What follows belongs to an exercise in optimizing a design on an open flow for small area and a short achievable clock period; a production flow would make more cautious choices.
At most, simulation tests tie the RTL to the original design; equivalence was not proved.
For runs 1 and 2, only the layout was checked, not whether the RTL still works.
Power is estimated from default activity; no workload was simulated.

==> flow/design.v (outline; a module is shown in full before it is edited, if it fits) <==
// module iron_coef_rom: 68 lines
// module cic5_dec32: 163 lines
// module add27: 111 lines
// module fir_iron_mac: 95 lines
// module mul_tree: 534 lines
// module add47: 231 lines
// module chan_decim: 27 lines
module chan_decim (
    input  wire        clk,
    input  wire        rst,         
    input  wire        bit_valid,
    input  wire        bit_in,
    output wire        out_valid,
    output wire [39:0] out_v
);
  // ...
==> flow/flow/run.sh <==
#!/bin/bash
# Standard layout (the standard.sh, standard synthesis unchanged) with
# timing repair aimed at a setup slack margin, so the resizer also works on
# paths that already meet the 12 ns clock. Output goes to flow_make.log.
set -euo pipefail
export SETUP_SLACK_MARGIN=8.3
bash standard.sh > flow_make.log 2>&1
==> flow/standard.sh <==
#!/bin/bash
# synth_recipe.tcl (not shown) runs the flow's synth.tcl, then flattens the netlist and writes it again
# the make line also repeats each setting of config.mk as NAME=value (left out here)
make -C /OpenROAD-flow-scripts/flow DESIGN_CONFIG=/design/flow/config.mk WORK_HOME=/design/flow/orfs CLKGATE_MAP_FILE= SYNTH_SCRIPT=/design/flow/synth_recipe.tcl "${@:-finish}"
==> flow/config.mk <==
export PLATFORM = sky130hd
export DESIGN_NAME = chan_decim
export DESIGN_NICKNAME = chan_decim
export VERILOG_FILES = /design/flow/design.v
export SDC_FILE = /design/flow/constraint.sdc
export NUM_CORES = 4
export LEC_CHECK = 0
export CAP_MARGIN = 20
export CORE_MARGIN = 2
export CORE_UTILIZATION = 70
export CTS_CLUSTER_DIAMETER = 60
export CTS_CLUSTER_SIZE = 24
export SLEW_MARGIN = 20
==> flow/constraint.sdc <==
create_clock -name core_clock -period 12.0 [get_ports {clk}]
set_input_delay 2.4000 -clock core_clock [delete_from_list [all_inputs] [get_ports {clk}]]
set_output_delay 2.4000 -clock core_clock [all_outputs]
set_load 0.01 [all_outputs]
==> results_dict.tcl, run 1 <==
set metrics [dict create \
    grt_max_degree 79 \
    drt_first_pass_iters 8 \
    arithmetic_cell_share_of_the_synthesized_area_counting_full_adders_half_adders_and_majority_gates_pct 14.08 \
    top_usage_layer "met2" \
    share_comb_of_total_power_pct 33.9 \
    clock_power_share_pct 22.9 \
    synthCells 4691 \
    signal_buffer_area_fraction_pct 2.284 \
    hpwl_um 68170 \
    clkCellAreaFrac_pct 4.973 \
    met1_usage_pct 36.41 \
    global_route.usage.total_pct 25.95 \
    final_cells 5905 \
    post_synth_mux_area_share_pct 1.852 \
    powerDensity_nw_per_um2 251.5 \
    floorplan.die.height_um 298.2 \
    critical_path.n_buffers_inverters 2 \
    post_synth_main_area_contributors "dfxtp_1, fa_1, xnor2_1" \
    power.largest_group "sequential cells" \
    final.setup.tns_ns 0 \
    initial_utilization_pct 70.94 \
    antenna_cells_inserted 1 \
    worstMarginPinSlew_ns 1.123 \
    final_common_cell "dfxtp_1" \
    synth-simple-area-share_pct 4.442 \
    worst_hold_path.num_cells 0 \
    max-cap-violations 0 \
    synth-seq-cells 1904 \
    cts_buffer_count 104 \
    dp.cells 5672 \
    end_kind "register" \
    critical_path_class "register to register" \
    die_w_um 298.2 \
    met2_usage_grt_pct 42.50 \
    outcome "finished clean" \
    cpLargestDelayFamily "adder cells" \
    grt_pass1_wl_um 182900 \
    multi_input_area_sq_um 20340 \
    final_cell_mix "dfxtp_1, inv_1, nor2_1" \
    met3RoutedLength_um 6467 \
    slew_headroom_pct 25.09 \
    n_multi_input_combinational_cell 2172 \
    syn-mean-instance-area_sq_um 12.92 \
    power.net_switching_mw 5.717 \
]
==> module cic5_dec32, before the edit <==
module cic5_dec32 (
    input  wire        clk,
    input  wire        rst,
    input  wire        bit_valid,
    input  wire        bit_in,
    output reg         x_pre,       
    output reg         x_valid,
    output reg  [22:0] x
);
    localparam integer NC = 7;                   
    function integer WD(input integer q);
        WD = (q < 5) ? 4 : 3;
    endfunction
    function integer LO(input integer q);
        LO = (q < 5) ? 4 * q : 20 + 3 * (q - 5);
    endfunction
    reg  [25:0]   i1, i2, i3, i4, i5;
    reg  [NC-1:1] vd;                            
    wire [NC-1:0] vq = {vd, bit_valid};          
    reg  [NC-1:0] lq;                            
    reg  [NC-1:1] k1, k2, k3, k4, k5;            
    reg  [4:0]    phase;
    wire [25:0]   p1, p2, p3, p4, p5;
    wire [NC:1]   o1, o2, o3, o4, o5;
    wire [25:0]   en;
    function [4:0] rip(input [3:0] a, input [3:0] b, input ci, input integer n);
        integer j;
        reg c;
        begin
            c = ci;
            rip = 5'd0;
            for (j = 0; j < n; j = j + 1) begin
                rip[j] = a[j] ^ b[j] ^ c;
                c = (a[j] & b[j]) | (a[j] & c) | (b[j] & c);
            end
            rip[4] = c;
        end
    endfunction
    genvar q;
    generate
        for (q = 0; q < NC; q = q + 1) begin : g_chunk
            localparam integer L = LO(q);
            localparam integer N = WD(q);
            wire [3:0] e0 = (q == 0) ? {3'd0, bit_in} : 4'd0;
            wire       c1 = (q == 0) ? 1'b0 : k1[q];
            wire       c2 = (q == 0) ? 1'b0 : k2[q];
            wire       c3 = (q == 0) ? 1'b0 : k3[q];
            wire       c4 = (q == 0) ? 1'b0 : k4[q];
            wire       c5 = (q == 0) ? 1'b0 : k5[q];
            wire [3:0] a1 = i1[L +: N], a2 = i2[L +: N], a3 = i3[L +: N],
                       a4 = i4[L +: N], a5 = i5[L +: N];
            wire [4:0] r1 = rip(a1, e0, c1, N);
            wire [4:0] r2 = rip(a2, r1[3:0], c2, N);
            wire [4:0] r3 = rip(a3, r2[3:0], c3, N);
            wire [4:0] r4 = rip(a4, r3[3:0], c4, N);
            wire [4:0] r5 = rip(a5, r4[3:0], c5, N);
            assign p1[L +: N] = r1[N-1:0]; assign o1[q+1] = r1[4];
            assign p2[L +: N] = r2[N-1:0]; assign o2[q+1] = r2[4];
            assign p3[L +: N] = r3[N-1:0]; assign o3[q+1] = r3[4];
            assign p4[L +: N] = r4[N-1:0]; assign o4[q+1] = r4[4];
            assign p5[L +: N] = r5[N-1:0]; assign o5[q+1] = r5[4];
            assign en[L +: N] = {N{vq[q]}};
        end
    endgenerate
    always @(posedge clk) begin
        if (rst) begin
            i1 <= 26'd0; i2 <= 26'd0; i3 <= 26'd0; i4 <= 26'd0; i5 <= 26'd0;
        end else begin
            i1 <= (en & p1) | (~en & i1);
            i2 <= (en & p2) | (~en & i2);
            i3 <= (en & p3) | (~en & i3);
            i4 <= (en & p4) | (~en & i4);
            i5 <= (en & p5) | (~en & i5);
        end
    end
    always @(posedge clk) begin
        k1 <= o1[NC-1:1]; k2 <= o2[NC-1:1]; k3 <= o3[NC-1:1];
        k4 <= o4[NC-1:1]; k5 <= o5[NC-1:1];
        if (rst) begin
            vd <= {(NC-1){1'b0}};
            lq <= {NC{1'b0}};
            phase <= 5'd0;
        end else begin
            vd <= vq[NC-2:0];
            lq <= {lq[NC-2:0], bit_valid && (phase == 5'd31)};
            if (bit_valid)
                phase <= phase + 5'd1;
        end
    end
    reg  [25:0] w0, w1, w2, w3, w4;
    reg  [2:0]  rp;
    reg  [25:0] acc;
    reg         busy, init;
    reg  [2:0]  sq;
    reg  [3:0]  cnt;
    reg         step, rnd;                      
    reg  [25:0] zc;
    always @* begin
        case (rp)
            3'd1:    zc = 26'h0018950;
            3'd2:    zc = 26'h3c8e700;
            3'd3:    zc = 26'h1287000;
            3'd4:    zc = 26'h2100000;
            default: zc = 26'h0000000;
        endcase
    end
    wire [25:0] opb  = step ? ~w0 : {25'd0, rnd & acc[2]};
    wire [26:0] sm1;
    add27 u_add (.a({acc, 1'b1}), .b({opb, step | rnd}), .s(sm1));
    wire [25:0] sum  = sm1[26:1];
    wire [2:0]  rp1  = (rp == 3'd4) ? 3'd0 : rp + 3'd1;
    wire [2:0]  sq1  = (step || rnd) ? sq + 3'd1 : sq;
    wire [25:0] lmask;
    generate
        for (q = 0; q < NC; q = q + 1) begin : g_lmask
            assign lmask[LO(q) +: WD(q)] = {WD(q){lq[q]}};
        end
    endgenerate
    wire [25:0] accn = (lmask & i5) | (~lmask & sum);
    always @(posedge clk) begin
        w0 <= w1; w1 <= w2; w2 <= w3; w3 <= w4;
        w4 <= step ? acc : init ? zc : w0;
        acc <= accn;
        if (rst) begin
            rp <= 3'd0;
            busy <= 1'b0;
            init <= 1'b1;
            sq <= 3'd0;
            cnt <= 4'd0;
            step <= 1'b0;
            rnd <= 1'b0;
            x_valid <= 1'b0;
            x_pre <= 1'b0;
        end else begin
            rp <= rp1;
            if (rp == 3'd4)
                init <= 1'b0;
            x_valid <= 1'b0;
            x_pre <= busy && (cnt == 4'd9);
            step <= 1'b0;
            rnd <= 1'b0;
            if (lq[NC-1]) begin
                busy <= 1'b1;
                sq <= 3'd0;
                cnt <= 4'd0;
                step <= (rp1 == 3'd0);
            end else if (busy) begin
                cnt <= cnt + 4'd1;
                sq <= sq1;
                step <= (sq1 == rp1);
                rnd <= (sq1 == 3'd5);
                if (cnt == 4'd10) begin
                    busy <= 1'b0;
                    x_valid <= 1'b1;
                    step <= 1'b0;
                    rnd <= 1'b0;
                end
            end
        end
        if (busy && cnt == 4'd10)
            x <= acc[25] ? 23'h7fffff : acc[24:2];
    end
endmodule
==> run 2, diff against run 1 <==
--- a/flow/design.v
+++ b/flow/design.v
@@ -75,12 +75,12 @@
     output reg         x_valid,
     output reg  [22:0] x
 );
-    localparam integer NC = 7;                   
+    localparam integer NC = 9;                   
     function integer WD(input integer q);
-        WD = (q < 5) ? 4 : 3;
+        WD = (q < 8) ? 3 : 2;
     endfunction
     function integer LO(input integer q);
-        LO = (q < 5) ? 4 * q : 20 + 3 * (q - 5);
+        LO = 3 * q;
     endfunction
     reg  [25:0]   i1, i2, i3, i4, i5;
     reg  [NC-1:1] vd;                            
==> run 2 against run 1 <==
Global-route usage increased by 0.96 points. Sequential power increased by 1%. Register-to-register slack gained 0.26 ns. Worst setup slack gained 0.26 ns. Utilization decreased by 0.74 points. Clock power is 1% lower.
==> results_dict.tcl, run 2 <==
set metrics [dict create \
    top_register "u_fir.ring" \
    final_cell_mix "dfxtp_1, inv_1, fa_1" \
    syn-mean-instance-area_sq_um 12.70 \
    cp.required_ns 12.56 \
    floorplan.die.height_um 300.4 \
    grt_pass1_wl_um 188900 \
    synth.top_cells.by_count "dfxtp_1, inv_1, fa_1, xnor2_1, nor2_1" \
    clock_sinks 1918 \
    max-clock-path-buffers 3 \
    syn-num-nets 5331 \
    crit_arrival_ns 4.45 \
    final_common_cell "dfxtp_1" \
    preCtsSetupSlack_ns 7.762 \
    synth_sequential_area_ratio_pct 62.83 \
    remaining_drc_errors 0 \
    largest_registers "u_fir.ring x1363, u_fir.s_q x43, u_fir.c_q x42" \
    slew_viol_final 0 \
    floorplan.die_area_sq_um 90210 \
    netlist-cell-type-count 75 \
    synthCells 4839 \
    cts_tree "built" \
    yosys_warnings 4 \
    clkLatencyLatePin_ns 0.72 \
    slew_headroom_pct 31.93 \
    fmax_ghz 0.2572 \
    wirelength_um 119700 \
    outcome "finished clean" \
    wl_per_cell_um 19.73 \
    die_w_um 300.4 \
    worstRegToRegCells 13 \
    yosys.area.top_type "dfxtp_1" \
    postRouteAntennaNets 0 \
    hpwl_um 71950 \
    global_route.usage.total_pct 26.91 \
    final_cells 6069 \
    num_vias 33118 \
    numPortBuffers 44 \
    post-synth-top-area-fraction_pct 61.71 \
    final.setup.tns_ns 0 \
    rows 108 \
    h-tree-depth 3 \
    detail_route.vias_per_cell 5.457 \
    fin_nets 5361 \
    timing.clock.skew_ns 0.02735 \
    final_min_period_over_clock_period_pct 32.40 \
    ir_drop_uv 222.3 \
    powerDensity_nw_per_um2 269.1 \
    grt_pass1_vias 34297 \
    area.growth.synth_to_final_pct 8.898 \
    final.fill_count 5071 \
    postCtsHoldBufs 0 \
    worstSetupStartpointType "register" \
    report.final.hold_viol_count 0 \
    dp.cells 5814 \
    placeableCoreArea_sq_um 86890 \
    grt_setup_unrepaired "true" \
    drt_first_pass_iters 7 \
    root_buffer "clkbuf_16" \
    synth-seq-cells 1918 \
    worstMarginPinSlew_ns 1.014 \
    yosys_most_used_dff "dfxtp_1" \
    drive_above_1_share_pct 11.60 \
    worst_hold_path.num_cells 0 \
    grt_remaining_overflow 0 \
    drtIter0Drc 2761 \
    end_kind "register" \
    finalWorstSetupSlack_ns 8.111 \
    grt_max_degree 87 \
    final.min_clock_period_ns 3.889 \
    initial_utilization_pct 70.76 \
    max-cap-violations 0 \
    largest_register_ff_count 1363 \
    critical_path_class "register to register" \
    post-route-util_pct 77.05 \
    gp_routability_congestion 0.8913 \
    number_of_enable_type_register_cells_in_the_synthesized_netlist 23 \
    boundaryPins 45 \
    leakage_dissipation_nw 27.35 \
    async_reset_ff_share_pct 0 \
    path_max_fanout 2 \
    setup_viol 0 \
    post_synth_main_area_contributors "dfxtp_1, fa_1, xnor2_1" \
    antenna_found_initial 4 \
    holdCritPathClass "register to register" \
    cts_buffer_count 103 \
    syn_area_sq_um 61480 \
    synth_most_common_cell "dfxtp_1" \
    worstHoldStart "u_fir.ring[335]" \
    clk_pin_slew_worst_paths_ns 0.10 \
    setup.reg_to_reg.worst_slack_ns 8.11 \
]
## run 2: stage by stage
step / power (mW) / cell area, sq um / hold slack (ns)
after floorplan: 12.14 / 61570 / 0.3096
after global placement: 13.64 / 62560 / 0.3096
after detailed placement: 13.98 / 62560 / 0.3121
after CTS: 18.01 / 66200 / 0.3092
after global routing: 19.28 / 66940 / 0.3152
final: 18.02 / 66950 / 0.3159
## run 2: worst min-delay path by stage
stage | end | slack [ns]
2_1_floorplan | u_cic.w0[0] | 0.31
6_report | u_fir.ring[288] | 0.32
5_1_grt | u_fir.ring[560] | 0.32
3_5_place_dp | u_fir.ring[489] | 0.31
3_3_place_gp | u_fir.ring[897] | 0.31
4_1_cts | u_fir.ring[364] | 0.31
## run 2: final cells by class
type	count	area, sq um	area share (%)
multi-input combinational	2225	20500	30.62
inverter	445	1673	2.499
sequential	1918	38750	57.88
tap	1155	1445	2.159
clock inverter	28	417.9	0.6242
antenna	2	5.005	0.007476
clock buffer	120	2806	4.192
timing repair buffer	176	1351	2.018
## run 2: what timing repair did
| item | CTS | global route |
|---|---|---|
| pin swaps | 40 | 98 |
| cloned | 0 | 2 |
| buffers inserted | 54 | 49 |
| gates resized for setup | 244 | 79 |
| endpoints found under the setup margin | 86 | 73 |
## run 2: worst max-delay path: stages (launching register included)
cell and delay [ns]:
dfxtp_2 0.34, ha_4 0.26, inv_2 0.03, fa_2 0.32
inv_2 0.06, fa_2 0.45, fa_1 0.59, inv_2 0.05
fa_2 0.56, inv_2 0.05, fa_2 0.38, fa_1 0.45
mux2i_1 0.15, nor2_1 0.06
## run 2: kinds of logic (layout without fill, tap and decap cells)
kind of cell | after synthesis | count (layout) | share of synthesized area, %
compound gates | 678 | 678 | 7.707
xor+xnor | 318 | 318 | 4.530
fa+ha+maj | 488 | 488 | 13.90
buf+inv | 696 | 769 | 4.534
flops | 1918 | 1918 | 62.83
mux | 92 | 92 | 1.512
other cells | 0 | 2 | 0
simple gates | 649 | 649 | 4.986
## run 2: power breakdown
group	leakage (nW)	switching, mW	internal (mW)	total [mW]
logic	10.2	4.06	2.87	6.92
clock network	1.57	2.06	1.72	3.78
registers	15.6	0.381	6.93	7.31
total	27.3	6.50	11.5	18.0
## run 2: routing by layer
layer	vias to the layer above	part of all wire [%]	track usage (%)
met5	-	0	0
met3	319	5.5	4.560
met4	0	4.1	10.79
met2	1022	48	44.84
met1	16186	42	35.25
li1	15591	-	-
==> module iron_coef_rom, before the edit <==
module iron_coef_rom (
    input  wire        [6:0]  idx,
    output reg  signed [19:0] coef
);
    always @* begin
        case (idx)
            7'd0  : coef =  20'sd0;
            7'd1  : coef = -20'sd13;
            7'd2  : coef = -20'sd52;
            7'd3  : coef = -20'sd114;
            7'd4  : coef = -20'sd186;
            7'd5  : coef = -20'sd255;
            7'd6  : coef = -20'sd297;
            7'd7  : coef = -20'sd288;
            7'd8  : coef = -20'sd199;
            7'd9  : coef =  20'sd0;
            7'd10 : coef =  20'sd334;
            7'd11 : coef =  20'sd825;
            7'd12 : coef =  20'sd1486;
            7'd13 : coef =  20'sd2314;
            7'd14 : coef =  20'sd3295;
            7'd15 : coef =  20'sd4390;
            7'd16 : coef =  20'sd5544;
            7'd17 : coef =  20'sd6675;
            7'd18 : coef =  20'sd7681;
            7'd19 : coef =  20'sd8439;
            7'd20 : coef =  20'sd8811;
            7'd21 : coef =  20'sd8652;
            7'd22 : coef =  20'sd7813;
            7'd23 : coef =  20'sd6161;
            7'd24 : coef =  20'sd3582;
            7'd25 : coef =  20'sd0;
            7'd26 : coef = -20'sd4610;
            7'd27 : coef = -20'sd10211;
            7'd28 : coef = -20'sd16693;
            7'd29 : coef = -20'sd23863;
            7'd30 : coef = -20'sd31441;
            7'd31 : coef = -20'sd39060;
            7'd32 : coef = -20'sd46271;
            7'd33 : coef = -20'sd52553;
            7'd34 : coef = -20'sd57328;
            7'd35 : coef = -20'sd59986;
            7'd36 : coef = -20'sd59905;
            7'd37 : coef = -20'sd56487;
            7'd38 : coef = -20'sd49186;
            7'd39 : coef = -20'sd37541;
            7'd40 : coef = -20'sd21211;
            7'd41 : coef =  20'sd0;
            7'd42 : coef =  20'sd26115;
            7'd43 : coef =  20'sd56970;
            7'd44 : coef =  20'sd92202;
            7'd45 : coef =  20'sd131247;
            7'd46 : coef =  20'sd173352;
            7'd47 : coef =  20'sd217589;
            7'd48 : coef =  20'sd262886;
            7'd49 : coef =  20'sd308064;
            7'd50 : coef =  20'sd351875;
            7'd51 : coef =  20'sd393054;
            7'd52 : coef =  20'sd430369;
            7'd53 : coef =  20'sd462671;
            7'd54 : coef =  20'sd488943;
            7'd55 : coef =  20'sd508343;
            7'd56 : coef =  20'sd520243;
            7'd57 : coef =  20'sd524258;
            default: coef = 20'sd0;
        endcase
    end
endmodule
==> module fir_iron_mac, before the edit <==
module fir_iron_mac (
    input  wire               clk,
    input  wire               rst,
    input  wire               x_pre,      
    input  wire               x_valid,    
    input  wire        [22:0] x,
    output reg                v_valid,
    output wire signed [39:0] v
);
    localparam integer NS = 29;
    localparam integer W  = 47;
    reg  [NS*W-1:0] ring;                
    wire [W-1:0]    r0  = ring[0 +: W];
    wire [W-1:0]    r1  = ring[W +: W];
    wire [W-1:0]    r27 = ring[27*W +: W];
    wire [W-1:0]    r28 = ring[28*W +: W];
    reg  [4:0]  dq, dn;
    reg  [1:0]  p;
    reg  [4:0]  act;
    wire        active = (act != 5'd0);
    wire        minc   = x_pre && (p == 2'd3);
    wire [4:0]  dqn    = minc ? dq : dn;
    wire [4:0]  dnn    = (dqn == 5'd28) ? 5'd0 : dqn + 5'd1;
    wire        actn  = x_valid || (act > 5'd1);
    wire [6:0]  in    = {dn, ~p};
    wire [6:0]  inf   = (in > 7'd57) ? 7'd114 - in : in;
    reg  [6:0]  ra;
    wire signed [19:0] coef;
    iron_coef_rom u_rom (.idx(ra), .coef(coef));
    wire [19:0] h = coef;
    wire [20:0] he = {h, 1'b0};
    wire [9:0]  b_neg, b_one, b_two;
    genvar g;
    generate
        for (g = 0; g < 10; g = g + 1) begin : g_booth
            wire [2:0] t = he[2*g +: 3];
            assign b_neg[g] = t[2] & ~(t[1] & t[0]);
            assign b_one[g] = t[1] ^ t[0];
            assign b_two[g] = (t[2] & ~t[1] & ~t[0]) | (~t[2] & t[1] & t[0]);
        end
    endgenerate
    reg  [9:0]  m_neg, m_one, m_two;
    reg         fin_m, clr_m, fin_o, clr_o, fin_28, clr_28;
    reg  [4:0]  wipe;                    
    wire        fin_r = active && (dq == 5'd0) && (p == 2'd3);
    wire        clr_r = active && (dq == 5'd28) && (p == 2'd0);
    wire        inj = fin_m && (r1[7:0] == 8'hff);
    wire [W-1:0] ps, pc;
    mul_tree u_mul (.neg(m_neg), .one(m_one), .two(m_two), .x(x), .inj(inj),
                    .s(ps), .c(pc));
    reg  [W-1:0] s_q, c_q;
    wire [W-1:0] a_s = r0 ^ s_q ^ c_q;
    wire [W-1:0] a_c = {((r0 & s_q) | (r0 & c_q) | (s_q & c_q)), 1'b0};
    wire [W-1:0] a_n;
    add47 u_add (.a(a_s), .b(a_c), .s(a_n));
    wire         sat = fin_28 && r28[46] && !r28[45];
    wire         clr = clr_28 || (wipe != 5'd0);
    wire [W-1:0] n27 = clr ? 47'd63 :
                       sat ? {1'b0, {39{1'b1}}, r28[6:0]} : r28;
    always @(posedge clk) begin
        ring <= {a_n, n27, ring[2*W +: 26*W], r1};
        s_q <= ps;
        c_q <= pc;
        m_neg <= b_neg; m_one <= b_one; m_two <= b_two;
        if (rst) begin
            ra <= 7'h7f;
            dq <= 5'd3;
            dn <= 5'd4;
            p <= 2'd3;
            act <= 5'd0;
            fin_m <= 1'b0; clr_m <= 1'b0;
            fin_o <= 1'b0; clr_o <= 1'b0;
            fin_28 <= 1'b0; clr_28 <= 1'b0;
            v_valid <= 1'b0;
            wipe <= 5'd31;
        end else begin
            ra <= actn ? inf : 7'h7f;
            dq <= dqn;
            dn <= dnn;
            if (x_pre)
                p <= p + 2'd1;
            if (x_valid)
                act <= 5'd29;
            else if (active)
                act <= act - 5'd1;
            fin_m <= fin_r; clr_m <= clr_r;
            fin_o <= fin_m; clr_o <= clr_m;
            fin_28 <= fin_o; clr_28 <= clr_o;
            v_valid <= fin_28;
            if (wipe != 5'd0)
                wipe <= wipe - 5'd1;
        end
    end
    assign v = r27[46:7];
endmodule
==> run 3, diff against run 2 <==
--- a/flow/design.v
+++ b/flow/design.v
@@ -1,68 +1,70 @@
 module iron_coef_rom (
-    input  wire        [6:0]  idx,
-    output reg  signed [19:0] coef
+    input  wire [6:0] idx,
+    output reg  [9:0] neg,
+    output reg  [9:0] one,
+    output reg  [9:0] two
 );
     always @* begin
         case (idx)
-            7'd0  : coef =  20'sd0;
-            7'd1  : coef = -20'sd13;
-            7'd2  : coef = -20'sd52;
-            7'd3  : coef = -20'sd114;
-            7'd4  : coef = -20'sd186;
-            7'd5  : coef = -20'sd255;
-            7'd6  : coef = -20'sd297;
-            7'd7  : coef = -20'sd288;
-            7'd8  : coef = -20'sd199;
-            7'd9  : coef =  20'sd0;
-            7'd10 : coef =  20'sd334;
-            7'd11 : coef =  20'sd825;
-            7'd12 : coef =  20'sd1486;
-            7'd13 : coef =  20'sd2314;
-            7'd14 : coef =  20'sd3295;
-            7'd15 : coef =  20'sd4390;
-            7'd16 : coef =  20'sd5544;
-            7'd17 : coef =  20'sd6675;
-            7'd18 : coef =  20'sd7681;
-            7'd19 : coef =  20'sd8439;
-            7'd20 : coef =  20'sd8811;
-            7'd21 : coef =  20'sd8652;
-            7'd22 : coef =  20'sd7813;
-            7'd23 : coef =  20'sd6161;
-            7'd24 : coef =  20'sd3582;
-            7'd25 : coef =  20'sd0;
-            7'd26 : coef = -20'sd4610;
-            7'd27 : coef = -20'sd10211;
-            7'd28 : coef = -20'sd16693;
-            7'd29 : coef = -20'sd23863;
-            7'd30 : coef = -20'sd31441;
-            7'd31 : coef = -20'sd39060;
-            7'd32 : coef = -20'sd46271;
-            7'd33 : coef = -20'sd52553;
-            7'd34 : coef = -20'sd57328;
-            7'd35 : coef = -20'sd59986;
-            7'd36 : coef = -20'sd59905;
-            7'd37 : coef = -20'sd56487;
-            7'd38 : coef = -20'sd49186;
-            7'd39 : coef = -20'sd37541;
-            7'd40 : coef = -20'sd21211;
-            7'd41 : coef =  20'sd0;
-            7'd42 : coef =  20'sd26115;
-            7'd43 : coef =  20'sd56970;
-            7'd44 : coef =  20'sd92202;
-            7'd45 : coef =  20'sd131247;
-            7'd46 : coef =  20'sd173352;
-            7'd47 : coef =  20'sd217589;
-            7'd48 : coef =  20'sd262886;
-            7'd49 : coef =  20'sd308064;
-            7'd50 : coef =  20'sd351875;
-            7'd51 : coef =  20'sd393054;
-            7'd52 : coef =  20'sd430369;
-            7'd53 : coef =  20'sd462671;
-            7'd54 : coef =  20'sd488943;
-            7'd55 : coef =  20'sd508343;
-            7'd56 : coef =  20'sd520243;
-            7'd57 : coef =  20'sd524258;
-            default: coef = 20'sd0;
+            7'd0  : begin neg = 10'h000; one = 10'h000; two = 10'h000; end   
+            7'd1  : begin neg = 10'h005; one = 10'h007; two = 10'h000; end   
+            7'd2  : begin neg = 10'h00a; one = 10'h00e; two = 10'h000; end   
+            7'd3  : begin neg = 10'h009; one = 10'h004; two = 10'h009; end   
+            7'd4  : begin neg = 10'h011; one = 10'h018; two = 10'h003; end   
+            7'd5  : begin neg = 10'h010; one = 10'h011; two = 10'h000; end   
+            7'd6  : begin neg = 10'h019; one = 10'h01d; two = 10'h002; end   
+            7'd7  : begin neg = 10'h014; one = 10'h010; two = 10'h004; end   
+            7'd8  : begin neg = 10'h012; one = 10'h019; two = 10'h002; end   
+            7'd9  : begin neg = 10'h000; one = 10'h000; two = 10'h000; end   
+            7'd10 : begin neg = 10'h001; one = 10'h01c; two = 10'h001; end   
+            7'd11 : begin neg = 10'h012; one = 10'h039; two = 10'h002; end   
+            7'd12 : begin neg = 10'h009; one = 10'h02c; two = 10'h011; end   
+            7'd13 : begin neg = 10'h023; one = 10'h056; two = 10'h021; end   
+            7'd14 : begin neg = 10'h029; one = 10'h079; two = 10'h004; end   
+            7'd15 : begin neg = 10'h005; one = 10'h058; two = 10'h007; end   
+            7'd16 : begin neg = 10'h00e; one = 10'h06c; two = 10'h012; end   
+            7'd17 : begin neg = 10'h031; one = 10'h027; two = 10'h050; end   
+            7'd18 : begin neg = 10'h010; one = 10'h001; two = 10'h050; end   
+            7'd19 : begin neg = 10'h045; one = 10'h095; two = 10'h042; end   
+            7'd20 : begin neg = 10'h057; one = 10'h0a7; two = 10'h058; end   
+            7'd21 : begin neg = 10'h04a; one = 10'h08e; two = 10'h050; end   
+            7'd22 : begin neg = 10'h018; one = 10'h013; two = 10'h048; end   
+            7'd23 : begin neg = 10'h020; one = 10'h005; two = 10'h060; end   
+            7'd24 : begin neg = 10'h021; one = 10'h060; two = 10'h011; end   
+            7'd25 : begin neg = 10'h000; one = 10'h000; two = 10'h000; end   
+            7'd26 : begin neg = 10'h061; one = 10'h060; two = 10'h011; end   
+            7'd27 : begin neg = 10'h0a2; one = 10'h083; two = 10'h064; end   
+            7'd28 : begin neg = 10'h09b; one = 10'h09f; two = 10'h000; end   
+            7'd29 : begin neg = 10'h0da; one = 10'h0bd; two = 10'h042; end   
+            7'd30 : begin neg = 10'h085; one = 10'h03d; two = 10'h080; end   
+            7'd31 : begin neg = 10'h156; one = 10'h116; two = 10'h0e8; end   
+            7'd32 : begin neg = 10'h130; one = 10'h1f9; two = 10'h000; end   
+            7'd33 : begin neg = 10'h15d; one = 10'h1fd; two = 10'h002; end   
+            7'd34 : begin neg = 10'h140; one = 10'h184; two = 10'h040; end   
+            7'd35 : begin neg = 10'h10d; one = 10'h16c; two = 10'h011; end   
+            7'd36 : begin neg = 10'h101; one = 10'h161; two = 10'h010; end   
+            7'd37 : begin neg = 10'h152; one = 10'h1b9; two = 10'h046; end   
+            7'd38 : begin neg = 10'h109; one = 10'h188; two = 10'h005; end   
+            7'd39 : begin neg = 10'h163; one = 10'h17b; two = 10'h084; end   
+            7'd40 : begin neg = 10'h0e4; one = 10'h0fb; two = 10'h004; end   
+            7'd41 : begin neg = 10'h000; one = 10'h000; two = 10'h000; end   
+            7'd42 : begin neg = 10'h051; one = 10'h003; two = 10'h0f0; end   
+            7'd43 : begin neg = 10'h09b; one = 10'h196; two = 10'h049; end   
+            7'd44 : begin neg = 10'h067; one = 10'h14e; two = 10'h0a1; end   
+            7'd45 : begin neg = 10'h10d; one = 10'h21d; two = 10'h100; end   
+            7'd46 : begin neg = 10'h1c6; one = 10'h3bc; two = 10'h042; end   
+            7'd47 : begin neg = 10'h104; one = 10'h3c7; two = 10'h010; end   
+            7'd48 : begin neg = 10'h015; one = 10'h230; two = 10'h007; end   
+            7'd49 : begin neg = 10'h0d4; one = 10'h3f0; two = 10'h00c; end   
+            7'd50 : begin neg = 10'h019; one = 10'h393; two = 10'h048; end   
+            7'd51 : begin neg = 10'h011; one = 10'h218; two = 10'h105; end   
+            7'd52 : begin neg = 10'h184; one = 10'h159; two = 10'h284; end   
+            7'd53 : begin neg = 10'h111; one = 10'h15d; two = 10'h200; end   
+            7'd54 : begin neg = 10'h145; one = 10'h165; two = 10'h290; end   
+            7'd55 : begin neg = 10'h08d; one = 10'h08d; two = 10'h212; end   
+            7'd56 : begin neg = 10'h045; one = 10'h04f; two = 10'h200; end   
+            7'd57 : begin neg = 10'h005; one = 10'h002; two = 10'h205; end   
+            default: begin neg = 10'h000; one = 10'h000; two = 10'h000; end
         endcase
     end
 endmodule
@@ -75,82 +77,76 @@
     output reg         x_valid,
     output reg  [22:0] x
 );
-    localparam integer NC = 9;                   
+    localparam integer NC = 4;                   
+    localparam integer NS = NC + 4;              
     function integer WD(input integer q);
-        WD = (q < 8) ? 3 : 2;
+        WD = (q < 2) ? 7 : 6;
     endfunction
     function integer LO(input integer q);
-        LO = 3 * q;
+        LO = (q < 2) ? 7 * q : 14 + 6 * (q - 2);
     endfunction
     reg  [25:0]   i1, i2, i3, i4, i5;
-    reg  [NC-1:1] vd;                            
-    wire [NC-1:0] vq = {vd, bit_valid};          
-    reg  [NC-1:0] lq;                            
+    reg  [NS-1:1] vd;                            
+    wire [NS-1:0] vq = {vd, bit_valid};          
+    reg  [NS-1:0] lq;                            
     reg  [NC-1:1] k1, k2, k3, k4, k5;            
     reg  [4:0]    phase;
-    wire [25:0]   p1, p2, p3, p4, p5;
-    wire [NC:1]   o1, o2, o3, o4, o5;
-    wire [25:0]   en;
-    function [4:0] rip(input [3:0] a, input [3:0] b, input ci, input integer n);
+    function [7:0] rip(input [6:0] a, input [6:0] b, input ci, input integer n);
         integer j;
         reg c;
         begin
             c = ci;
-            rip = 5'd0;
+            rip = 8'd0;
             for (j = 0; j < n; j = j + 1) begin
                 rip[j] = a[j] ^ b[j] ^ c;
                 c = (a[j] & b[j]) | (a[j] & c) | (b[j] & c);
             end
-            rip[4] = c;
+            rip[7] = c;
         end
     endfunction
+    wire [25:0] p1, p2, p3, p4, p5;
+    wire [NC:1] o1, o2, o3, o4, o5;
     genvar q;
     generate
         for (q = 0; q < NC; q = q + 1) begin : g_chunk
             localparam integer L = LO(q);
             localparam integer N = WD(q);
-            wire [3:0] e0 = (q == 0) ? {3'd0, bit_in} : 4'd0;
+            wire [6:0] e1 = (q == 0) ? {6'd0, vq[0] & bit_in} : 7'd0;
+            wire [6:0] e2 = vq[q + 1] ? i1[L +: N] : 7'd0;
+            wire [6:0] e3 = vq[q + 2] ? i2[L +: N] : 7'd0;
+            wire [6:0] e4 = vq[q + 3] ? i3[L +: N] : 7'd0;
+            wire [6:0] e5 = vq[q + 4] ? i4[L +: N] : 7'd0;
             wire       c1 = (q == 0) ? 1'b0 : k1[q];
             wire       c2 = (q == 0) ? 1'b0 : k2[q];
             wire       c3 = (q == 0) ? 1'b0 : k3[q];
             wire       c4 = (q == 0) ? 1'b0 : k4[q];
             wire       c5 = (q == 0) ? 1'b0 : k5[q];
-            wire [3:0] a1 = i1[L +: N], a2 = i2[L +: N], a3 = i3[L +: N],
-                       a4 = i4[L +: N], a5 = i5[L +: N];
-            wire [4:0] r1 = rip(a1, e0, c1, N);
-            wire [4:0] r2 = rip(a2, r1[3:0], c2, N);
-            wire [4:0] r3 = rip(a3, r2[3:0], c3, N);
-            wire [4:0] r4 = rip(a4, r3[3:0], c4, N);
-            wire [4:0] r5 = rip(a5, r4[3:0], c5, N);
-            assign p1[L +: N] = r1[N-1:0]; assign o1[q+1] = r1[4];
-            assign p2[L +: N] = r2[N-1:0]; assign o2[q+1] = r2[4];
-            assign p3[L +: N] = r3[N-1:0]; assign o3[q+1] = r3[4];
-            assign p4[L +: N] = r4[N-1:0]; assign o4[q+1] = r4[4];
-            assign p5[L +: N] = r5[N-1:0]; assign o5[q+1] = r5[4];
-            assign en[L +: N] = {N{vq[q]}};
+            wire [7:0] r1 = rip(i1[L +: N], e1, c1, N);
+            wire [7:0] r2 = rip(i2[L +: N], e2, c2, N);
+            wire [7:0] r3 = rip(i3[L +: N], e3, c3, N);
+            wire [7:0] r4 = rip(i4[L +: N], e4, c4, N);
+            wire [7:0] r5 = rip(i5[L +: N], e5, c5, N);
+            assign p1[L +: N] = r1[N-1:0]; assign o1[q+1] = r1[7];
+            assign p2[L +: N] = r2[N-1:0]; assign o2[q+1] = r2[7];
+            assign p3[L +: N] = r3[N-1:0]; assign o3[q+1] = r3[7];
+            assign p4[L +: N] = r4[N-1:0]; assign o4[q+1] = r4[7];
+            assign p5[L +: N] = r5[N-1:0]; assign o5[q+1] = r5[7];
         end
     endgenerate
     always @(posedge clk) begin
         if (rst) begin
             i1 <= 26'd0; i2 <= 26'd0; i3 <= 26'd0; i4 <= 26'd0; i5 <= 26'd0;
-        end else begin
-            i1 <= (en & p1) | (~en & i1);
-            i2 <= (en & p2) | (~en & i2);
-            i3 <= (en & p3) | (~en & i3);
-            i4 <= (en & p4) | (~en & i4);
-            i5 <= (en & p5) | (~en & i5);
-        end
-    end
-    always @(posedge clk) begin
-        k1 <= o1[NC-1:1]; k2 <= o2[NC-1:1]; k3 <= o3[NC-1:1];
-        k4 <= o4[NC-1:1]; k5 <= o5[NC-1:1];
-        if (rst) begin
-            vd <= {(NC-1){1'b0}};
-            lq <= {NC{1'b0}};
+            k1 <= {(NC-1){1'b0}}; k2 <= {(NC-1){1'b0}}; k3 <= {(NC-1){1'b0}};
+            k4 <= {(NC-1){1'b0}}; k5 <= {(NC-1){1'b0}};
+            vd <= {(NS-1){1'b0}};
+            lq <= {NS{1'b0}};
             phase <= 5'd0;
         end else begin
-            vd <= vq[NC-2:0];
-            lq <= {lq[NC-2:0], bit_valid && (phase == 5'd31)};
+            i1 <= p1; i2 <= p2; i3 <= p3; i4 <= p4; i5 <= p5;
+            k1 <= o1[NC-1:1]; k2 <= o2[NC-1:1]; k3 <= o3[NC-1:1];
+            k4 <= o4[NC-1:1]; k5 <= o5[NC-1:1];
+            vd <= vq[NS-2:0];
+            lq <= {lq[NS-2:0], bit_valid && (phase == 5'd31)};
             if (bit_valid)
                 phase <= phase + 5'd1;
         end
@@ -181,7 +177,7 @@
     wire [25:0] lmask;
     generate
         for (q = 0; q < NC; q = q + 1) begin : g_lmask
-            assign lmask[LO(q) +: WD(q)] = {WD(q){lq[q]}};
+            assign lmask[LO(q) +: WD(q)] = {WD(q){lq[4 + q]}};
         end
     endgenerate
     wire [25:0] accn = (lmask & i5) | (~lmask & sum);
@@ -207,7 +203,7 @@
             x_pre <= busy && (cnt == 4'd9);
             step <= 1'b0;
             rnd <= 1'b0;
-            if (lq[NC-1]) begin
+            if (lq[NS-1]) begin
                 busy <= 1'b1;
                 sq <= 3'd0;
                 cnt <= 4'd0;
@@ -367,20 +363,8 @@
     wire [6:0]  in    = {dn, ~p};
     wire [6:0]  inf   = (in > 7'd57) ? 7'd114 - in : in;
     reg  [6:0]  ra;
-    wire signed [19:0] coef;
-    iron_coef_rom u_rom (.idx(ra), .coef(coef));
-    wire [19:0] h = coef;
-    wire [20:0] he = {h, 1'b0};
-    wire [9:0]  b_neg, b_one, b_two;
-    genvar g;
-    generate
-        for (g = 0; g < 10; g = g + 1) begin : g_booth
-            wire [2:0] t = he[2*g +: 3];
-            assign b_neg[g] = t[2] & ~(t[1] & t[0]);
-            assign b_one[g] = t[1] ^ t[0];
-            assign b_two[g] = (t[2] & ~t[1] & ~t[0]) | (~t[2] & t[1] & t[0]);
-        end
-    endgenerate
+    wire [9:0]  b_neg, b_one, b_two;     
+    iron_coef_rom u_rom (.idx(ra), .neg(b_neg), .one(b_one), .two(b_two));
     reg  [9:0]  m_neg, m_one, m_two;
     reg         fin_m, clr_m, fin_o, clr_o, fin_28, clr_28;
     reg  [4:0]  wipe;                    
==> flow/flow/run.sh (replaced) <==
#!/bin/bash
# Standard layout (the standard.sh, standard synthesis unchanged) with
# timing repair aimed at a setup slack margin, so the resizer also works on
# paths that already meet the 12 ns clock. Output goes to flow_make.log.
set -euo pipefail
export SETUP_SLACK_MARGIN=8.6
bash standard.sh > flow_make.log 2>&1
==> run 3 against run 2 <==
Fmax grew 5.6%. Worst hold slack lost 0.018 ns. Sequential cell count shrank 43. Worst setup slack gained 0.21 ns. Synthesized area shrank 3.7%. Register-to-register slack gained 0.21 ns. Highest routed layer unchanged.
==> results_dict.tcl, run 3 <==
set metrics [dict create \
    finalWorstSetupSlack_ns 8.319 \
    max-cap-violations 0 \
    cts_buffer_count 101 \
    slew_headroom_pct 37.22 \
    synth_most_common_cell "dfxtp_1" \
    top_layer "met4" \
    area.growth.synth_to_final_pct 10.59 \
    antenna_cells_inserted 0 \
    clock_sinks 1875 \
    grt_max_degree 76 \
    post-synth-top-area-fraction_pct 62.62 \
    cpLargestDelayFamily "adder cells" \
    floorplan.die_area_sq_um 86920 \
    yosys.area.top_type "dfxtp_1" \
    critical_path_class "register to register" \
    floorplan.die.height_um 294.8 \
    max-clock-path-buffers 3 \
    critical_path.reg2reg.startpoint "u_cic.x[3]" \
    slew_viol_final 0 \
    critical_path.startpoint "u_cic.x[3]" \
    cpPeakStageDelay_ns 0.57 \
    detail_route.vias_per_cell 5.438 \
    grt_remaining_overflow 0 \
    wl_met2_um 60360 \
    drtIter0Drc 2409 \
    die_w_um 294.8 \
    preCtsSetupSlack_ns 7.684 \
    wirelength_um 119800 \
    end_kind "register" \
    setup.reg_to_reg.worst_slack_ns 8.32 \
    worst_hold_path.num_cells 0 \
    met3RoutedLength_um 6212 \
    initial_utilization_pct 70.74 \
    worst_hold_endpoint "u_fir.ring[1185]" \
    holdWs_ns 0.2975 \
    hpwl_um 68510 \
    netlist-cell-type-count 77 \
    final_cell_mix "dfxtp_1, fa_1, inv_1" \
    placeableCoreArea_sq_um 83690 \
    critical_path.most_common_cell "fa_1" \
    synth.top_cells.by_count "dfxtp_1, fa_1, inv_1, xnor2_1, a22oi_1" \
    clkLatencyLatePin_ns 0.71 \
    antenna_found_initial 1 \
    num_vias 31327 \
    remaining_drc_errors 0 \
    synthCells 4536 \
    boundaryPins 45 \
    yosys_warnings 4 \
    crit_chain "buf_4, a22oi_2, xor2_1, fa_1, inv_2, fa_1, inv_2, fa_1, inv_2, fa_1, fa_2" \
    grt_pass1_vias 32881 \
    largest_registers "u_fir.ring x1363, u_fir.c_q x42, u_fir.s_q x42" \
    root_buffer "clkbuf_16" \
    h-tree-depth 3 \
    rows 106 \
    global_route.usage.total_pct 27.88 \
    cp.required_ns 12.54 \
    ir_drop_uv 210.0 \
    syn-num-nets 5025 \
    async_reset_ff_share_pct 0 \
    report.final.hold_viol_count 0 \
    path_max_fanout 3 \
    fin_nets 5067 \
    crit_arrival_ns 4.22 \
    leakage_dissipation_nw 26.76 \
    number_of_enable_type_register_cells_in_the_synthesized_netlist 23 \
    cts_tree "built" \
    synth_sequential_area_ratio_pct 63.79 \
    final.setup.tns_ns 0 \
    gp_routability_congestion 0.9062 \
    largest_register_ff_count 1363 \
    worstRegToRegCells 11 \
    critical_path.n_buffers_inverters 4 \
    timing.clock.skew_ns 0.05526 \
    postRouteAntennaNets 0 \
    syn-mean-instance-area_sq_um 13.05 \
    final_min_period_over_clock_period_pct 30.68 \
    wl_per_cell_um 20.80 \
    grt_setup_unrepaired "true" \
    timing.rr.end "u_fir.c_q[19]" \
    final.min_clock_period_ns 3.681 \
    outcome "finished clean" \
    critPathSlowestCell "fa_1" \
    fmax_ghz 0.2716 \
    post_synth_main_area_contributors "dfxtp_1, fa_1, ha_1" \
    worstHoldStart "u_fir.ring[1232]" \
    final_common_cell "dfxtp_1" \
    numPortBuffers 44 \
    synth-seq-cells 1875 \
    syn_area_sq_um 59200 \
    drt_first_pass_iters 6 \
    worstSetupStartpointType "register" \
    setup_viol 0 \
    grt_pass1_wl_um 187100 \
    holdCritPathClass "register to register" \
    top_register "u_fir.ring" \
    drt-met1-wl_um 49450 \
    worstMarginPinSlew_ns 0.9408 \
    final.fill_count 4672 \
    drive_above_1_share_pct 13.62 \
    clk_pin_slew_worst_paths_ns 0.10 \
    yosys_most_used_dff "dfxtp_1" \
    powerDensity_nw_per_um2 248.2 \
]
run 3: cell types whose count changed after synthesis, sizes merged, moves of 43 or more:
| cell | change |
|---|---|
| a211oi | -49 |
| and2 | +84 |
| dfxtp | -43 |
| inv | -175 |
| mux2i | -74 |
| nor2 | -108 |
| nor2b | +85 |
run 3: worst max-delay path by stage:
stage,to,slack (ns),cells past startpoint
final,u_fir.c_q[19],8.32,11
after global routing,u_fir.c_q[21],8.23,11
after CTS,u_fir.c_q[21],8.34,11
after detailed placement,u_fir.c_q[16],7.68,7
after global placement,u_fir.c_q[27],7.71,7
after floorplan,u_fir.c_q[19],8.56,11
run 3: layout make-up:
type | instances | area (sq um) | area share [%]
tap | 1134 | 1419 | 2.167
multi-input combinational | 2144 | 20030 | 30.59
inverter | 272 | 1033 | 1.578
sequential | 1875 | 37930 | 57.92
clock buffer | 112 | 2641 | 4.034
timing repair buffer | 184 | 1807 | 2.759
clock inverter | 40 | 616.8 | 0.9421
run 3: per-layer routing:
layer  vias up  global-route usage, %
li1      14714                      -
met1     15411                  36.21
met3       230                  3.582
met5         -                      0
met4         0                  8.947
met2       972                  48.66
run 3: worst reg2reg max path, cell delays in order (launching register included):
cell and delay, ns:
edfxtp_1 0.47, buf_4 0.18, a22oi_2 0.15, xor2_1 0.11
fa_1 0.57, inv_2 0.06, fa_1 0.49, inv_2 0.05
fa_1 0.49, inv_2 0.04, fa_1 0.52, fa_2 0.44
run 3: metrics by stage:
step	area, sq um	power [mW]	cells	util, %
final	65470	16.25	5761	78.24
after global routing	65470	17.22	5761	78.24
after CTS	64820	16.13	5733	77.46
after detailed placement	60320	12.08	5491	72.08
after global placement	60320	11.90	5491	72.08
after floorplan	59610	10.79	4536	-
run 3: kinds of logic (layout without fill, tap and decap cells):
kind of cell / after synthesis / in the layout / share of synthesized area, %
simple gates: 723 / 723 / 6.289
buf+inv: 517 / 608 / 3.531
xor+xnor: 290 / 290 / 4.290
flops: 1875 / 1875 / 63.79
fa+ha+maj: 485 / 485 / 14.36
compound gates: 626 / 626 / 7.344
mux: 20 / 20 / 0.3952
run 3: timing repair:
| item | in CTS | in global routing |
|---|---|---|
| pin swaps | 41 | 75 |
| buffers inserted | 90 | 26 |
| cloned | 0 | 2 |
| endpoints found under the setup margin | 131 | 115 |
| gates resized for setup | 375 | 108 |
| hold buffers | 0 | 0 |
run 3: report_power, final:
group          leakage [nW]  internal (mW)  switching, mW
Sequential             15.2           6.67          0.354
Clock                  1.58           1.72           2.07
Combinational          9.94           2.30           3.14
Total                  26.8           10.7           5.56
==> run 4, diff against run 3 <==
==> flow/flow/run.sh (replaced) <==
#!/bin/bash
# Standard layout (the standard.sh, standard synthesis unchanged) with
# timing repair aimed at a setup slack margin, so the resizer also works on
# paths that already meet the 12 ns clock. Output goes to flow_make.log.
set -euo pipefail
export SETUP_SLACK_MARGIN=8.3
bash standard.sh > flow_make.log 2>&1
--- a/flow/config.mk
+++ b/flow/config.mk
@@ -9,5 +9,5 @@
 export CORE_MARGIN = 2
 export CORE_UTILIZATION = 70
 export CTS_CLUSTER_DIAMETER = 60
-export CTS_CLUSTER_SIZE = 24
+export CTS_CLUSTER_SIZE = 28
 export SLEW_MARGIN = 20
==> run 4 against run 3 <==
Combinational power down 4.0%. Clock skew up 0.0068 ns. Total power down 1.3%. Worst hold slack worse by 0.0014 ns. Cell count down 0.75%. Critical endpoint is now u_fir.c_q[23]. Critical path type unchanged. Clock power about the same.
==> results_dict.tcl, run 4 <==
set metrics [dict create \
    fin_nets 5012 \
    final.fill_count 4918 \
    max-cap-violations 0 \
    num_vias 31142 \
    syn_area_sq_um 59200 \
    setup_viol 0 \
    worstSetupStartpointType "register" \
    synth_most_common_cell "dfxtp_1" \
    end_kind "register" \
    critical_path_class "register to register" \
    antenna_found_initial 2 \
    rows 106 \
    cts_buffer_count 95 \
    synth-seq-cells 1875 \
    grt_remaining_overflow 0 \
    critical_path.startpoint "u_cic.x[6]" \
    grt_pass1_vias 32599 \
    leakage_dissipation_nw 26.50 \
    numPortBuffers 44 \
    initial_utilization_pct 70.74 \
    netlist-cell-type-count 77 \
    syn-mean-instance-area_sq_um 13.05 \
    powerDensity_nw_per_um2 249.6 \
    timing.rr.end "u_fir.c_q[23]" \
    path_max_fanout 4 \
    worst_hold_endpoint "u_fir.ring[1198]" \
    worstMarginPinSlew_ns 1.024 \
    holdWs_ns 0.2961 \
    critical_path.reg2reg.startpoint "u_cic.x[6]" \
    worstHoldStart "u_fir.ring[1245]" \
    synth_sequential_area_ratio_pct 63.79 \
    report.final.hold_viol_count 0 \
    cpPeakStageDelay_ns 0.57 \
    drive_above_1_share_pct 9.996 \
    critPathSlowestCell "fa_2" \
    cp.required_ns 12.60 \
    final_cells 5718 \
    ir_drop_uv 181.0 \
    max-clock-path-buffers 3 \
    top_register "u_fir.ring" \
    holdCritPathClass "register to register" \
    wirelength_um 116200 \
    worst_hold_path.num_cells 0 \
    area.growth.synth_to_final_pct 8.551 \
    die_w_um 294.8 \
    regArea_sq_um 37890 \
    yosys_warnings 4 \
    remaining_drc_errors 0 \
    drtIter0Drc 2366 \
    yosys.area.top_type "dfxtp_1" \
    final_min_period_over_clock_period_pct 31.10 \
    critical_path.n_buffers_inverters 4 \
    placeableCoreArea_sq_um 83690 \
    hpwl_um 69270 \
    clk_pin_slew_worst_paths_ns 0.10 \
    clock_sinks 1875 \
    crit_chain "buf_6, a22oi_2, xor2_1, fa_2, inv_1, fa_1, inv_1, fa_1, inv_1, fa_1, fa_2" \
    clkLatencyLatePin_ns 0.70 \
    global_route.usage.total_pct 27.03 \
    drt_first_pass_iters 7 \
    root_buffer "clkbuf_16" \
    outcome "finished clean" \
    dp.cells 5485 \
    final.setup.tns_ns 0 \
    fmax_ghz 0.2679 \
    cpLargestDelayFamily "adder cells" \
    gp_routability_congestion 0.9099 \
    syn-num-nets 5025 \
    post_synth_main_area_contributors "dfxtp_1, fa_1, ha_1" \
    detail_route.vias_per_cell 5.446 \
    grt_pass1_wl_um 181800 \
    async_reset_ff_share_pct 0 \
    yosys_most_used_dff "dfxtp_1" \
    worstRegToRegCells 11 \
    number_of_enable_type_register_cells_in_the_synthesized_netlist 23 \
    final.min_clock_period_ns 3.732 \
    slew_headroom_pct 31.67 \
    wl_per_cell_um 20.32 \
    h-tree-depth 3 \
    grt_max_degree 185 \
    postCtsHoldBufs 0 \
    post-synth-top-area-fraction_pct 62.62 \
    timing.clock.skew_ns 0.06207 \
    setup.reg_to_reg.worst_slack_ns 8.27 \
    floorplan.die.height_um 294.8 \
    total_power_mw 16.04 \
    postRouteAntennaNets 0 \
    boundaryPins 45 \
    cts_tree "built" \
    final_common_cell "dfxtp_1" \
    synth.top_cells.by_count "dfxtp_1, fa_1, inv_1, xnor2_1, a22oi_1" \
    crit_arrival_ns 4.34 \
    synthCells 4536 \
    grt_setup_unrepaired "true" \
    largest_registers "u_fir.ring x1363, u_fir.c_q x42, u_fir.s_q x42" \
    largest_register_ff_count 1363 \
    multi_input_area_sq_um 19580 \
    final_cell_mix "dfxtp_1, fa_1, inv_1" \
    floorplan.die_area_sq_um 86920 \
    slew_viol_final 0 \
]
==> run 4: stage by stage <==
stage / setup slack (ns) / area, sq um / util, %
final: 8.268 / 64270 / 76.79
after global placement: 7.656 / 60160 / 71.88
after CTS: 8.248 / 63970 / 76.43
after global routing: 8.169 / 64260 / 76.79
after detailed placement: 7.578 / 60160 / 71.88
after floorplan: 8.331 / 59220 / -
==> run 4: worst max path at each step <==
stage / end / slack (ns) / cells past startpoint
after floorplan: u_fir.c_q[26] / 8.33 / 10
after global placement: u_fir.c_q[27] / 7.66 / 7
after detailed placement: u_fir.c_q[17] / 7.58 / 7
after CTS: u_fir.c_q[20] / 8.25 / 10
after global routing: u_fir.c_q[20] / 8.17 / 10
final: u_fir.c_q[23] / 8.27 / 11
==> run 4: what timing repair did <==
action / 4_1_cts / 5_1_grt
setup endpoints to repair: 102 / 58
resized for setup: 230 / 61
gates cloned: 0 / 0
buffers inserted: 51 / 24
pin swaps: 5 / 27
==> run 4: worst reg2reg max path, stage by stage (launching register included) <==
cell and delay [ns]:
edfxtp_1 0.48, buf_6 0.18, a22oi_2 0.16, xor2_1 0.11, fa_2 0.53, inv_1 0.05, fa_1 0.50, inv_1 0.07
fa_1 0.48, inv_1 0.05, fa_1 0.48, fa_2 0.57
==> run 4: area by class of cell <==
type	instances	area share, %
antenna	2	0.007788
timing repair buffer	135	1.595
clock buffer	107	3.865
multi-input combinational	2144	30.46
clock inverter	49	1.312
sequential	1875	58.95
tap	1134	2.208
inverter	272	1.598
==> run 4: kinds of logic (layout without fill, tap and decap cells) <==
family          Yosys count  count (layout)  synth area share (%)
flops                  1875            1875                 63.79
compound gates          626             626                 7.344
other cells               0               2                     0
mux                      20              20                0.3952
xor+xnor                290             290                 4.290
fa+ha+maj               485             485                 14.36
simple gates            723             723                 6.289
buf+inv                 517             563                 3.531
==> run 4: power by group <==
| part | switching (mW) | leakage [nW] | internal, mW |
|---|---|---|---|
| registers | 0.344 | 15.2 | 6.67 |
| clock network | 2.12 | 1.59 | 1.70 |
| logic | 3.05 | 9.68 | 2.16 |
==> run 4: routing by layer <==
layer  vias up  share of wire [%]  global-route usage, %
li1      14590                  -                      -
met4         2                3.5                  9.146
met3       254                4.7                  3.544
met1     15436                 42                  35.32
met2       860                 49                  46.66
met5         -              0.011                      0
==> run 5, diff against run 4 <==
--- a/flow/config.mk
+++ b/flow/config.mk
@@ -7,7 +7,7 @@
 export LEC_CHECK = 0
 export CAP_MARGIN = 20
 export CORE_MARGIN = 2
-export CORE_UTILIZATION = 70
+export CORE_UTILIZATION = 65
 export CTS_CLUSTER_DIAMETER = 60
-export CTS_CLUSTER_SIZE = 28
+export CTS_CLUSTER_SIZE = 24
 export SLEW_MARGIN = 20
==> run 5 against run 4 <==
Critical endpoint is now u_fir.c_q[19]. Worst setup slack improved by 0.031 ns. Total power fell by 1.5%. Wire length fell by 11%. Sequential power barely moved. Highest routed layer is now met4. Non-clock buffer count fell by 8. Synthesized area did not move. Final area barely moved.
==> results_dict.tcl, run 5 <==
set metrics [dict create \
    num_vias 30239 \
    global_route.usage.total_pct 22.34 \
    syn-mean-instance-area_sq_um 13.05 \
    worstSetupStartpointType "register" \
    post_synth_main_area_contributors "dfxtp_1, fa_1, ha_1" \
    holdCritPathClass "register to register" \
    outcome "finished clean" \
    async_reset_ff_share_pct 0 \
    wirelength_um 103100 \
    clkLatencyLatePin_ns 0.73 \
    floorplan.die.height_um 305.8 \
    power_report.internal_total_mw 10.52 \
    floorplan.die_area_sq_um 93510 \
    boundaryPins 45 \
    critical_path.startpoint "u_cic.x[5]" \
    final.setup.tns_ns 0 \
    leakage_dissipation_nw 26.50 \
    preCtsSetupSlack_ns 7.698 \
    max-clock-path-buffers 3 \
    synth_sequential_area_ratio_pct 63.79 \
    h-tree-depth 3 \
    top_register "u_fir.ring" \
    switching_share_pct 33.44 \
    post-synth-top-area-fraction_pct 62.62 \
    placeableCoreArea_sq_um 90150 \
    root_buffer "clkbuf_16" \
    setup.reg_to_reg.worst_slack_ns 8.30 \
    die_w_um 305.8 \
    post_route_standard_cell_area_excluding_fillers_sq_um 64240 \
    drtIter0Drc 2278 \
    fmax_ghz 0.2702 \
    gp_routability_congestion 0.9207 \
    netlist-cell-type-count 77 \
    numPortBuffers 44 \
    setup.worst_path.end "u_fir.c_q[19]" \
    share_comb_of_total_power_pct 31.3 \
    largest_register_ff_count 1363 \
    synthCells 4536 \
    ir_drop_uv 171.6 \
    slew_viol_final 0 \
    largest_registers "u_fir.ring x1363, u_fir.c_q x42, u_fir.s_q x42" \
    critical_path.reg2reg.startpoint "u_cic.x[5]" \
    critical_path_depth 10 \
    worstRegToRegCells 10 \
    fin_nets 5015 \
    final.min_clock_period_ns 3.701 \
    max-cap-violations 0 \
    cts_tree "built" \
    syn_area_sq_um 59200 \
    final.fill_count 6204 \
    path_max_fanout 6 \
    synth.top_cells.by_count "dfxtp_1, fa_1, inv_1, xnor2_1, a22oi_1" \
    clock_sinks 1875 \
    number_of_enable_type_register_cells_in_the_synthesized_netlist 23 \
    finalWorstSetupSlack_ns 8.299 \
    area.growth.synth_to_final_pct 8.511 \
    antenna_found_initial 0 \
    final_cell_mix "dfxtp_1, fa_1, inv_1" \
    grt_setup_unrepaired "true" \
    grt_remaining_overflow 0 \
    drt_first_pass_iters 6 \
    cts_buffer_count 106 \
    clock_power_share_pct 24.3 \
    power.share.sequential_pct 44.4 \
    worst_hold_path.num_cells 0 \
    yosys_most_used_dff "dfxtp_1" \
    synth-seq-cells 1875 \
    critPathSlowestCell "fa_1" \
    postRouteAntennaNets 0 \
    postCtsHoldBufs 0 \
    grt_pass1_vias 30612 \
    yosys.area.top_type "dfxtp_1" \
    slew_headroom_pct 34.82 \
    drive_above_1_share_pct 9.723 \
    critical_path.n_buffers_inverters 3 \
    initial_utilization_pct 65.67 \
    remaining_drc_errors 0 \
    yosys_warnings 4 \
    wl_per_cell_um 17.91 \
    cpPeakStageDelay_ns 0.58 \
    setup_viol 0 \
    crit_arrival_ns 4.27 \
    power.net_switching_mw 5.284 \
    rows 110 \
    crit_chain "a22oi_2, xor2_1, fa_1, inv_2, fa_1, inv_2, fa_1, inv_1, fa_1, fa_2" \
    report.final.hold_viol_count 0 \
    end_kind "register" \
    grt_pass1_wl_um 165700 \
    cpLargestDelayFamily "adder cells" \
    final_min_period_over_clock_period_pct 30.84 \
    timing.clock.skew_ns 0.04722 \
    hpwl_um 66040 \
    detail_route.vias_per_cell 5.254 \
    grt_max_degree 99 \
    powerDensity_nw_per_um2 246.0 \
    syn-num-nets 5025 \
    worstMarginPinSlew_ns 0.9767 \
    cp.required_ns 12.57 \
    synth_most_common_cell "dfxtp_1" \
    timing.rr.end "u_fir.c_q[19]" \
    critical_path.most_common_cell "fa_1" \
    placedInstanceArea_sq_um 60250 \
    critical_path_class "register to register" \
    clk_pin_slew_worst_paths_ns 0.08 \
    final_common_cell "dfxtp_1" \
]
[run 5: logic make-up (layout without fill, tap and decap cells)]
group	Yosys count	count (layout)	share of synthesized area [%]
mux	20	20	0.3952
flops	1875	1875	63.79
xor+xnor	290	290	4.290
compound gates	626	626	7.344
fa+ha+maj	485	485	14.36
buf+inv	517	558	3.531
simple gates	723	723	6.289
other cells	0	2	0
[run 5: metal layers]
layer | share of wire, % | wire, um | vias to the layer above | GRT usage (%)
met5 | 0 | 0 | - | 0
met2 | 46 | 47190 | 761 | 35.79
met3 | 5.3 | 5415 | 222 | 3.584
met4 | 3.3 | 3360 | 0 | 7.435
met1 | 46 | 47130 | 14654 | 31.25
li1 | - | - | 14602 | -
[run 5: what timing repair did]
| action | in CTS | in global routing |
|---|---|---|
| pin swaps | 2 | 36 |
| gates resized for setup | 239 | 50 |
| endpoints found under the hold margin | 0 | 0 |
| endpoints found under the setup margin | 95 | 51 |
| setup buffers | 44 | 16 |
[run 5: power groups by stage]
stage | clock network, mW | logic (mW) | registers, mW
after global routing | 4.18 | 5.77 | 7.06
final | 3.84 | 4.94 | 7.02
after CTS | 3.95 | 5.05 | 7.01
after floorplan | 0 | 3.87 | 6.93
after global placement | 0 | 4.83 | 7.14
after detailed placement | 0 | 4.99 | 7.15
[run 5: layout make-up]
class	count	area [sq um]	area share (%)
clock inverters	48	753.2	1.172
clock buffers	111	2681	4.174
diodes	2	5.005	0.007791
multi-input cells	2144	19530	30.40
repair buffers	127	905.9	1.410
inverters	272	1027	1.599
well taps	1176	1471	2.290
flip-flops and latches	1875	37870	58.95
[run 5: worst reg2reg max path, stage by stage, from the launching register on]
cell and delay (ns):
edfxtp_1 0.54, a22oi_2 0.26, xor2_1 0.10, fa_1 0.51
inv_2 0.05, fa_1 0.58, inv_2 0.06, fa_1 0.49
inv_1 0.05, fa_1 0.49, fa_2 0.42
[run 5: per-stage QoR]
| step | hold WS, ns | std cells | power, mW | util [%] |
|---|---|---|---|---|
| floorplan | 0.3096 | 4536 | 10.80 | - |
| detailed placement | 0.3121 | 5534 | 12.14 | 66.83 |
| finish | 0.3081 | 5755 | 15.80 | 71.26 |
| global placement | 0.3096 | 5534 | 11.97 | 66.83 |
| CTS | 0.3069 | 5737 | 16.01 | 70.94 |
| global route | 0.3230 | 5753 | 17.01 | 71.26 |
[run 5: worst min-delay path by stage]
stage	slack, ns	to	start
finish	0.31	u_fir.ring[560]	u_fir.ring[607]
global route	0.32	u_fir.ring[527]	u_fir.ring[574]
CTS	0.31	u_fir.ring[560]	u_fir.ring[607]
detailed placement	0.31	u_fir.ring[49]	u_fir.ring[96]
global placement	0.31	u_fir.ring[76]	u_fir.ring[123]
floorplan	0.31	u_cic.w0[0]	u_cic.w1[0]
==> run 6, diff against run 5 <==
--- a/flow/config.mk
+++ b/flow/config.mk
@@ -7,7 +7,7 @@
 export LEC_CHECK = 0
 export CAP_MARGIN = 20
 export CORE_MARGIN = 2
-export CORE_UTILIZATION = 65
+export CORE_UTILIZATION = 70
 export CTS_CLUSTER_DIAMETER = 60
 export CTS_CLUSTER_SIZE = 24
 export SLEW_MARGIN = 20
==> run 6 against run 5 <==
Still clean. Worst setup slack worse by 0.0065 ns. Worst hold slack worse by 0.010 ns. Non-clock buffer count grew 3. Sequential share of layout area rose by 0.13 points. Sequential power about the same. First-iteration DRC count grew 6.0%. Clock-buffer cell count increased by 1. Die area decreased by 7.0%. Synthesized cell count is the same. Total power up 0.85%. Critical endpoint unchanged. Largest cell class unchanged.
==> results_dict.tcl, run 6 <==
set metrics [dict create \
    synth_sequential_area_ratio_pct 63.79 \
    top_register "u_fir.ring" \
    ir_drop_uv 181.4 \
    critical_path_depth 10 \
    largest_registers "u_fir.ring x1363, u_fir.c_q x42, u_fir.s_q x42" \
    placeableCoreArea_sq_um 83690 \
    wl_per_cell_um 20.29 \
    final_cell_mix "dfxtp_1, fa_1, inv_1" \
    slew_headroom_pct 34.10 \
    outcome "finished clean" \
    worstSetupStartpointType "register" \
    met2_usage_grt_pct 46.63 \
    antenna_found_initial 1 \
    cpLargestDelayFamily "adder cells" \
    grt_pass1_vias 32652 \
    synth.top_cells.by_count "dfxtp_1, fa_1, inv_1, xnor2_1, a22oi_1" \
    syn-mean-instance-area_sq_um 13.05 \
    setup.worst_path.end "u_fir.c_q[19]" \
    clkLatencyLatePin_ns 0.71 \
    post_synth_main_area_contributors "dfxtp_1, fa_1, ha_1" \
    cp.required_ns 12.55 \
    die_w_um 294.8 \
    final_min_period_over_clock_period_pct 30.90 \
    critical_path.reg2reg.startpoint "u_cic.x[5]" \
    yosys.area.top_type "dfxtp_1" \
    end_kind "register" \
    largest_register_ff_count 1363 \
    fin_nets 5013 \
    final.setup.tns_ns 0 \
    crit_arrival_ns 4.25 \
    top_usage_layer "met2" \
    clock_sinks 1875 \
    critical_path.n_buffers_inverters 3 \
    numPortBuffers 44 \
    hpwl_um 69270 \
    grt_setup_unrepaired "true" \
    timing.clock.skew_ns 0.05049 \
    grt_remaining_overflow 0 \
    powerDensity_nw_per_um2 248.6 \
    floorplan.die.height_um 294.8 \
    worstMarginPinSlew_ns 0.9875 \
    number_of_enable_type_register_cells_in_the_synthesized_netlist 23 \
    synth-seq-cells 1875 \
    critPathSlowestCell "edfxtp_1" \
    synth_most_common_cell "dfxtp_1" \
    post-synth-top-area-fraction_pct 62.62 \
    root_buffer "clkbuf_16" \
    preCtsSetupSlack_ns 7.578 \
    drtIter0Drc 2415 \
    global_route.usage.total_pct 27.11 \
    drive_above_1_share_pct 9.807 \
    area.growth.synth_to_final_pct 8.316 \
    path_max_fanout 8 \
    gp_routability_congestion 0.9099 \
    yosys_most_used_dff "dfxtp_1" \
    grt_max_degree 185 \
    async_reset_ff_share_pct 0 \
    critical_path_class "register to register" \
    worstRegToRegCells 10 \
    initial_utilization_pct 70.74 \
    synthCells 4536 \
    finalWorstSetupSlack_ns 8.292 \
    remaining_drc_errors 0 \
    fmax_ghz 0.2697 \
    final_common_cell "dfxtp_1" \
    syn-num-nets 5025 \
    setup.reg_to_reg.worst_slack_ns 8.29 \
    clk_pin_slew_worst_paths_ns 0.09 \
    slew_viol_final 0 \
    netlist-cell-type-count 77 \
    yosys_warnings 4 \
]
run 6: cell counts after synthesis:
Identical to the previous run, type by type.
run 6: report_power, final:
group | internal, mW | switching (mW) | leakage (nW)
logic | 2.15 | 3.03 | 9.63
clock network | 1.69 | 2.05 | 1.56
registers | 6.67 | 0.346 | 15.2
run 6: kinds of logic (layout without fill, tap and decap cells):
group	after synthesis	in the layout	share of synthesized area [%]
flops	1875	1875	63.79
compound gates	626	626	7.344
buf+inv	517	549	3.531
simple gates	723	723	6.289
fa+ha+maj	485	485	14.36
other cells	0	1	0
xor+xnor	290	290	4.290
mux	20	20	0.3952
run 6: worst min-delay path by stage:
| stage | slack (ns) | end | cells after the start | start |
|---|---|---|---|---|
| after CTS | 0.30 | u_cic.w3[20] | 0 | u_cic.w4[20] |
| after global placement | 0.31 | u_fir.ring[1221] | 0 | u_fir.ring[1268] |
| after detailed placement | 0.31 | u_fir.ring[196] | 0 | u_fir.ring[243] |
| after floorplan | 0.31 | u_cic.w0[0] | 0 | u_cic.w1[0] |
| after global routing | 0.29 | u_fir.ring[166] | 0 | u_fir.ring[213] |
| final | 0.30 | u_cic.w3[20] | 0 | u_cic.w4[20] |
run 6: final cells by class:
class / instances / area [sq um]
Inverter: 272 / 1027
Antenna cell: 1 / 2.502
Clock buffer: 112 / 2631
Tap cell: 1134 / 1419
Clock inverter: 35 / 579.3
Timing Repair Buffer: 130 / 1023
Sequential cell: 1875 / 37890
Multi-Input combinational cell: 2144 / 19560
Fill cell: 4925 / 19560
run 6: metal layers:
layer,up-vias,share of wire (%)
met5,-,0
met4,0,3.5
met3,258,4.8
met2,877,49
met1,15423,42
li1,14572,-
run 6: repair_timing:
action	4_1_cts	5_1_grt
setup endpoints to repair	108	53
hold buffers	0	0
pin swaps	2	18
setup buffers	51	19
resized for setup	234	55
run 6: stage by stage:
stage	power (mW)	instances	utilization [%]	area, sq um	hold WS [ns]
after floorplan	10.80	4536	-	59220	0.3096
after global placement	11.94	5485	71.88	60160	0.3095
after detailed placement	12.12	5485	71.88	60160	0.3121
after CTS	16.01	5683	76.25	63810	0.2987
after global routing	17.02	5702	76.62	64120	0.2939
final	15.94	5703	76.63	64130	0.2976
run 6: worst register-to-register path: cells and delay by family, from the launching register on:
family / cells / cell delay (ns)
AOI/OAI and AO/OA: 1 / 0.23
xor gates and xnor gates: 1 / 0.10
adders and majority gates: 5 / 2.53
DFF: 1 / 0.56
buffers and inverters: 3 / 0.17

Re-timed with assumed drivers on the ports (clkbuf_16 on the clock, buf_2 on other inputs), run 6 has 8.272 ns of setup slack against 8.292 ns with ideal ports, and 8.292 ns once port delays also move by the mid clock arrival of 0.755 ns.
